Context: an optimization exercise on an open-source flow, tuned for small area, a short achievable clock period and few clock cycles per item. The choices shown serve that exercise and are no tape-out recipe. Where RTL was checked, it was by simulation tests only, not by an equivalence proof against the original. No activity file was given, so power comes from the tool's default toggle rates.

Design mx_narrow, start of the top module:
module mx_narrow (
    input  wire        clk,
    input  wire        rst,
    input  wire        in_valid,
    output wire        in_ready,
    input  wire [31:0] in_data,
    input  wire [3:0]  in_fmt,
    output wire        out_valid,
    input  wire        out_ready,
    output wire [7:0]  out_elem,
    output wire [7:0]  out_scale,
    output wire        out_last
);
    function f_is_fp;   input [2:0] f; f_is_fp = ~(f[2] & f[1]); endfunction
    function f_is_fp8;  input [2:0] f; f_is_fp8 = (f[2:1] == 2'd0); endfunction
    function [3:0] f_bias;
        input [2:0] f;
        case (f)
        3'd0: f_bias = 4'd7;
        3'd1: f_bias = 4'd15;
        3'd2: f_bias = 4'd1;
        3'd3: f_bias = 4'd3;
        3'd4: f_bias = 4'd1;
        default: f_bias = 4'd0;
        endcase
    endfunction
    function [3:0] f_emax;
        input [2:0] f;
        case (f)
        3'd0: f_emax = 4'd8;
        3'd1: f_emax = 4'd15;
        3'd2: f_emax = 4'd2;
  ...
Size: roughly 1600 cells after synthesis, ~720 flip-flops, about 59 I/O pins, about 21000 sq um of cells after synthesis.
clock: 18.0 ns
lec_check: 0
cap_margin: 20
core_margin: 2
core_utilization: 65
cts_buf_list: sky130_fd_sc_hd__clkbuf_8
cts_cluster_diameter: 50
cts_cluster_size: 20
place_density: 0.75
slew_margin: 20
standard.sh (not shown) runs the stock make flow with config.mk's settings and CLKGATE_MAP_FILE= SYNTH_SCRIPT=/design/flow/synth_recipe.tcl, a recipe that flattens the netlist after the stock synthesis.
==> flow/flow/run.sh <==
#!/bin/bash
# Standard ORFS layout, with timing repair asked to leave extra setup slack.
set -euo pipefail
bash standard.sh SETUP_SLACK_MARGIN=13.5 finish > standard_make.log 2>&1
Testbench counts at the start, summed over its fixed seeds: cycles 10,520, items 320.
==> next run, changes <==
--- a/flow/config.mk
+++ b/flow/config.mk
@@ -11,3 +11,3 @@
-export CTS_BUF_LIST = sky130_fd_sc_hd__clkbuf_8
-export CTS_CLUSTER_DIAMETER = 50
-export CTS_CLUSTER_SIZE = 20
+export CTS_BUF_LIST = sky130_fd_sc_hd__clkbuf_8 sky130_fd_sc_hd__clkbuf_16
+export CTS_CLUSTER_DIAMETER = 60
+export CTS_CLUSTER_SIZE = 24
What happened: Die area stays the same; synthesized cell count stays the same; global-route usage grows by 0.50 points; wire length went up by a few percent; setup slack gains 170 ps; sequential share of layout area shrinks by 0.80 points; cell area grows slightly.
==> next run, changes <==
==> flow/flow/run.sh (replaced) <==
#!/bin/bash
# Standard ORFS layout, with timing repair asked to leave extra setup slack.
set -euo pipefail
bash standard.sh SETUP_SLACK_MARGIN=14 BUFFER_PORTS_ARGS=-buffer_cell\ sky130_fd_sc_hd__buf_1 finish > standard_make.log 2>&1
--- a/flow/config.mk
+++ b/flow/config.mk
@@ -11,3 +11,3 @@
-export CTS_BUF_LIST = sky130_fd_sc_hd__clkbuf_8 sky130_fd_sc_hd__clkbuf_16
-export CTS_CLUSTER_DIAMETER = 60
-export CTS_CLUSTER_SIZE = 24
+export CTS_BUF_LIST = sky130_fd_sc_hd__clkbuf_16
+export CTS_CLUSTER_DIAMETER = 70
+export CTS_CLUSTER_SIZE = 30
The new run ran to the end with no violations. Power drops by 3.9%. Wire length is unchanged. Via count rises by 0.50%. Synthesized area is unchanged.
==> next run, changes <==
==> flow/flow/run.sh (replaced) <==
#!/bin/bash
# Standard ORFS layout, with timing repair asked to leave extra setup slack.
set -euo pipefail
bash standard.sh SETUP_SLACK_MARGIN=13.5 BUFFER_PORTS_ARGS=-buffer_cell\ sky130_fd_sc_hd__buf_1 finish > standard_make.log 2>&1
--- a/flow/config.mk
+++ b/flow/config.mk
@@ -10 +10 @@
-export CORE_UTILIZATION = 65
+export CORE_UTILIZATION = 75
@@ -14 +14 @@
-export PLACE_DENSITY = 0.75
+export PLACE_DENSITY = 0.85
After rerunning:
- global-route usage rises by 8.2 points
- setup slack improves by 35 ps
- wire length rises by 17%

Another version of the RTL of mx_narrow (not shown whole).
For scale: about 700 flip-flops, about 59 I/O pins, about 21,000 sq um of cells after synthesis.
==> flow/design.v (excerpt) <==
module mx_narrow (
    input  wire        clk,
    input  wire        rst,
    input  wire        in_valid,
    output wire        in_ready,
    input  wire [31:0] in_data,
    input  wire [3:0]  in_fmt,
    output wire        out_valid,
    input  wire        out_ready,
    output wire [7:0]  out_elem,
    output wire [7:0]  out_scale,
    output wire        out_last
);
Settings: LEC_CHECK=0, CAP_MARGIN=20, CORE_MARGIN=2, CORE_UTILIZATION=65, CTS_BUF_LIST=sky130_fd_sc_hd__clkbuf_8 sky130_fd_sc_hd__clkbuf_16, CTS_CLUSTER_DIAMETER=60, CTS_CLUSTER_SIZE=24, PLACE_DENSITY=0.75, SLEW_MARGIN=20; clock period 18.0 ns.
==> flow/flow/run.sh <==
#!/bin/bash
# Standard ORFS layout, with timing repair asked to leave extra setup slack.
set -euo pipefail
bash standard.sh SETUP_SLACK_MARGIN=13.5 BUFFER_PORTS_ARGS=-buffer_cell\ sky130_fd_sc_hd__buf_1 finish > standard_make.log 2>&1
Then changed:
Settings changed: CTS_BUF_LIST sky130_fd_sc_hd__clkbuf_8 sky130_fd_sc_hd__clkbuf_16 to sky130_fd_sc_hd__clkbuf_16, CTS_CLUSTER_DIAMETER 60 to 70, CTS_CLUSTER_SIZE 24 to 30.
=> Die area is unchanged. First-iteration DRC count climbs by roughly a tenth. Final area drops slightly. Worst setup slack got worse by 78 ps. Via count hardly moves.
No run of this note included a check of the RTL's function; only the layout flow was run.

mx_narrow, a different RTL version from the one above (not shown whole).
Size in the first run: ~1600 cells after synthesis, about 700 flip-flops, roughly 59 I/O pins, ~21000 um2 of cells after synthesis.
Settings: LEC_CHECK=0, CAP_MARGIN=0, CORE_MARGIN=2, CORE_UTILIZATION=65, CTS_BUF_LIST=sky130_fd_sc_hd__clkbuf_8 sky130_fd_sc_hd__clkbuf_16, CTS_CLUSTER_DIAMETER=60, CTS_CLUSTER_SIZE=24, PLACE_DENSITY=0.75, SLEW_MARGIN=0; clock period 18.0 ns.
Scripts as last shown in full above: flow/flow/run.sh
The baseline completed with no timing, DRC or antenna violations.
Testbench counts at the start, summed over its fixed seeds: cycles 10,520, items 320.
==> next run, changes <==
==> flow/flow/run.sh (replaced) <==
#!/bin/bash
# Standard ORFS layout, with timing repair asked to leave extra setup slack.
set -euo pipefail
bash standard.sh SETUP_SLACK_MARGIN=13.7 BUFFER_PORTS_ARGS=-buffer_cell\ sky130_fd_sc_hd__buf_1 finish > standard_make.log 2>&1
--- a/flow/config.mk
+++ b/flow/config.mk
@@ -8 +8 @@
-export CAP_MARGIN = 0
+export CAP_MARGIN = 20
@@ -15 +15 @@
-export SLEW_MARGIN = 0
+export SLEW_MARGIN = 20
=> The new run ran to the end with no violations. Routed wire length rose by 4.3%. Total power rose by 0.44%. Sequential power barely changes. Cell area rose by 1.8%. Worst setup slack is better by 0.024 ns. Clock power fell by about 0.4%. Core utilization rose by 1.3 points. Synthesized cell count stays the same. Non-clock buffer count rose by 26.

Setup of run 1:
Starting RTL as in the previous note.
// mx_narrow
module mx_narrow (
    input  wire        clk,
    input  wire        rst,
    input  wire        in_valid,
    output wire        in_ready,
    input  wire [31:0] in_data,
    input  wire [3:0]  in_fmt,
    output wire        out_valid,
    input  wire        out_ready,
    output wire [7:0]  out_elem,
    output wire [7:0]  out_scale,
    output wire        out_last
);
    function f_is_fp;   input [2:0] f; f_is_fp = ~(f[2] & f[1]); endfunction
    function f_is_fp8;  input [2:0] f; f_is_fp8 = (f[2:1] == 2'd0); endfunction
    function [3:0] f_bias;
        input [2:0] f;
        case (f)
        3'd0: f_bias = 4'd7;
        3'd1: f_bias = 4'd15;
        3'd2: f_bias = 4'd1;
        3'd3: f_bias = 4'd3;
        3'd4: f_bias = 4'd1;
        default: f_bias = 4'd0;
        endcase
    endfunction
    function [3:0] f_emax;
        input [2:0] f;
        case (f)
        3'd0: f_emax = 4'd8;
        3'd1: f_emax = 4'd15;
        3'd2: f_emax = 4'd2;
        3'd3: f_emax = 4'd4;
        3'd4: f_emax = 4'd2;
        default: f_emax = 4'd0;
        endcase
    endfunction
    function [4:0] f_ca;
        input [2:0] f;
        case (f)
        3'd0: f_ca = 5'd15;
        3'd1: f_ca = 5'd30;
        3'd2: f_ca = 5'd3;
        3'd3: f_ca = 5'd7;
        3'd4: f_ca = 5'd3;
        default: f_ca = 5'd0;
        endcase
    endfunction
    function [2:0] f_c2;
        input [2:0] f;
        case (f)
        3'd0: f_c2 = 3'd4;
        3'd1: f_c2 = 3'd5;
        3'd2: f_c2 = 3'd4;
        3'd3: f_c2 = 3'd5;
        3'd4: f_c2 = 3'd6;
        default: f_c2 = 3'd0;
        endcase
    endfunction
    function [6:0] f_maxenc;
        input [2:0] f;
        case (f)
        3'd0: f_maxenc = 7'h7E;
        3'd1: f_maxenc = 7'h7B;
        3'd2: f_maxenc = 7'h1F;
        3'd3: f_maxenc = 7'h1F;
  ...
Settings: LEC_CHECK=0, CAP_MARGIN=20, CORE_MARGIN=2, CORE_UTILIZATION=65, CTS_BUF_LIST=sky130_fd_sc_hd__clkbuf_8 sky130_fd_sc_hd__clkbuf_16, CTS_CLUSTER_DIAMETER=60, CTS_CLUSTER_SIZE=30, PLACE_DENSITY=0.75, SLEW_MARGIN=20; clock period 18.0 ns.
==> flow/flow/run.sh <==
#!/bin/bash
# Standard ORFS layout, with timing repair asked to leave extra setup slack.
set -euo pipefail
bash standard.sh SETUP_SLACK_MARGIN=13.5 BUFFER_PORTS_ARGS=-buffer_cell\ sky130_fd_sc_hd__buf_1 finish > standard_make.log 2>&1
Run 1: PASS, flow complete, no timing, DRC or antenna violations
Testbench counts of run 1, summed over its fixed seeds: cycles 10,520, items 320.
diff inputs: run 1 => run 2
Settings: swapping 60 for 40 in CTS_CLUSTER_DIAMETER; swapping 30 for 16 in CTS_CLUSTER_SIZE.
Summary of run 2 over run 1: wire length of the first global-routing pass saw an increase, peak per-stage delay on the critical path saw a decrease, final-layout worst hold slack saw little to no change.
Compared with run 1, in run 2 wire length now sits higher; clock transition at the register clock pins on the worst setup and hold paths after CTS now sits lower; met3 demand-to-capacity share in global routing now sits higher; post-route cell area now sits higher; non-clock inverter count in the final layout now sits lower.
Compared with run 1, in run 2 number of flops mapped to enable cells by yosys stayed essentially flat; minimum setup slack in the final design fell 0.025 ns; met3 routed wirelength up about 15%.
What run 3 does differently from run 2 at the input level:
Settings: swapping 0.75 for 0.8 in PLACE_DENSITY; swapping 40 for 50 in CTS_CLUSTER_DIAMETER; swapping 16 for 24 in CTS_CLUSTER_SIZE; swapping 65 for 70 in CORE_UTILIZATION.
==> flow/flow/run.sh <==
#!/bin/bash
# Standard ORFS layout, with timing repair asked to leave extra setup slack.
set -euo pipefail
bash standard.sh SETUP_SLACK_MARGIN=13.4 BUFFER_PORTS_ARGS=-buffer_cell\ sky130_fd_sc_hd__buf_1 finish > standard_make.log 2>&1
--- outcome ---
Run 3: all stages complete, timing, DRC and antenna checks passed. Summary of run 3 over run 2: minimum hold slack held, instance count on the critical path went up, initial antenna violation count increased by 1 relative to the old numbers. When the final numbers for run 3 and run 2 were put side by side, the final standard cell utilization of the core turned out to be greater in run 3. Summary: upper clock frequency limit, run 3 worse than run 2. Looking at total of clock buffers placed in the layout across run 3 and run 2, the one that comes out lower is run 3. Against run 2 as the reference, run 3 delivers a lower slew at the pin closest to its max-slew limit. On required arrival time at the worst endpoint: run 3 sits below run 2.

## what the ideal ports hide
How much do the figures lean on ideal ports? The routed layouts below were timed once more, with nothing changed but the port constraints. Step 1, drivers: a clkbuf_16 drives clk and a buf_2 each remaining input, both assumed. Step 2 moves the port delays by t, midway between the first and last clock arrival at a register: inputs arrive t later, outputs are due t later. That takes back most of the time a late clock gives input paths. Three values: no drivers, after step 1, after step 2; two values: the first two.
| run | t, ns | setup WS [ns] | worst setup path after step 2 |
|---|---|---|---|
| the first run of note 1 | 0.701 | 13.144 / 13.095 / 12.789 | input to register |
| the second run of note 1 | 0.585 | 13.313 / 13.263 / 12.841 | input to register |
| the third run of note 1 | 0.645 | 13.231 / 13.180 / 12.913 | input to register |
| the fourth run of note 1 | 0.637 | 13.266 / 13.217 / 12.862 | input to register |
| the first run of note 2 | 0.587 | 13.323 / 13.273 / 13.018 | input to register |
| the second run of note 2 | 0.635 | 13.245 / 13.194 / 12.988 | input to register |
| the first run of note 3 | 0.595 | 13.315 / 13.291 / 12.922 | input to register |
| the second run of note 3 | 0.591 | 13.339 / 13.287 / 12.803 | input to register |
| run 1 | 0.585 | 13.341 / 13.315 / 12.869 | input to register |
| run 2 | 0.604 | 13.315 / 13.293 / 12.917 | input to register |
| run 3 | 0.615 | 13.149 / 13.149 / 12.910 | input to register |
After both steps every run listed still meets setup and hold. The setup slack of the second run of note 3, which loses most, moves by -0.052 ns with the drivers and by -0.536 ns with both steps.
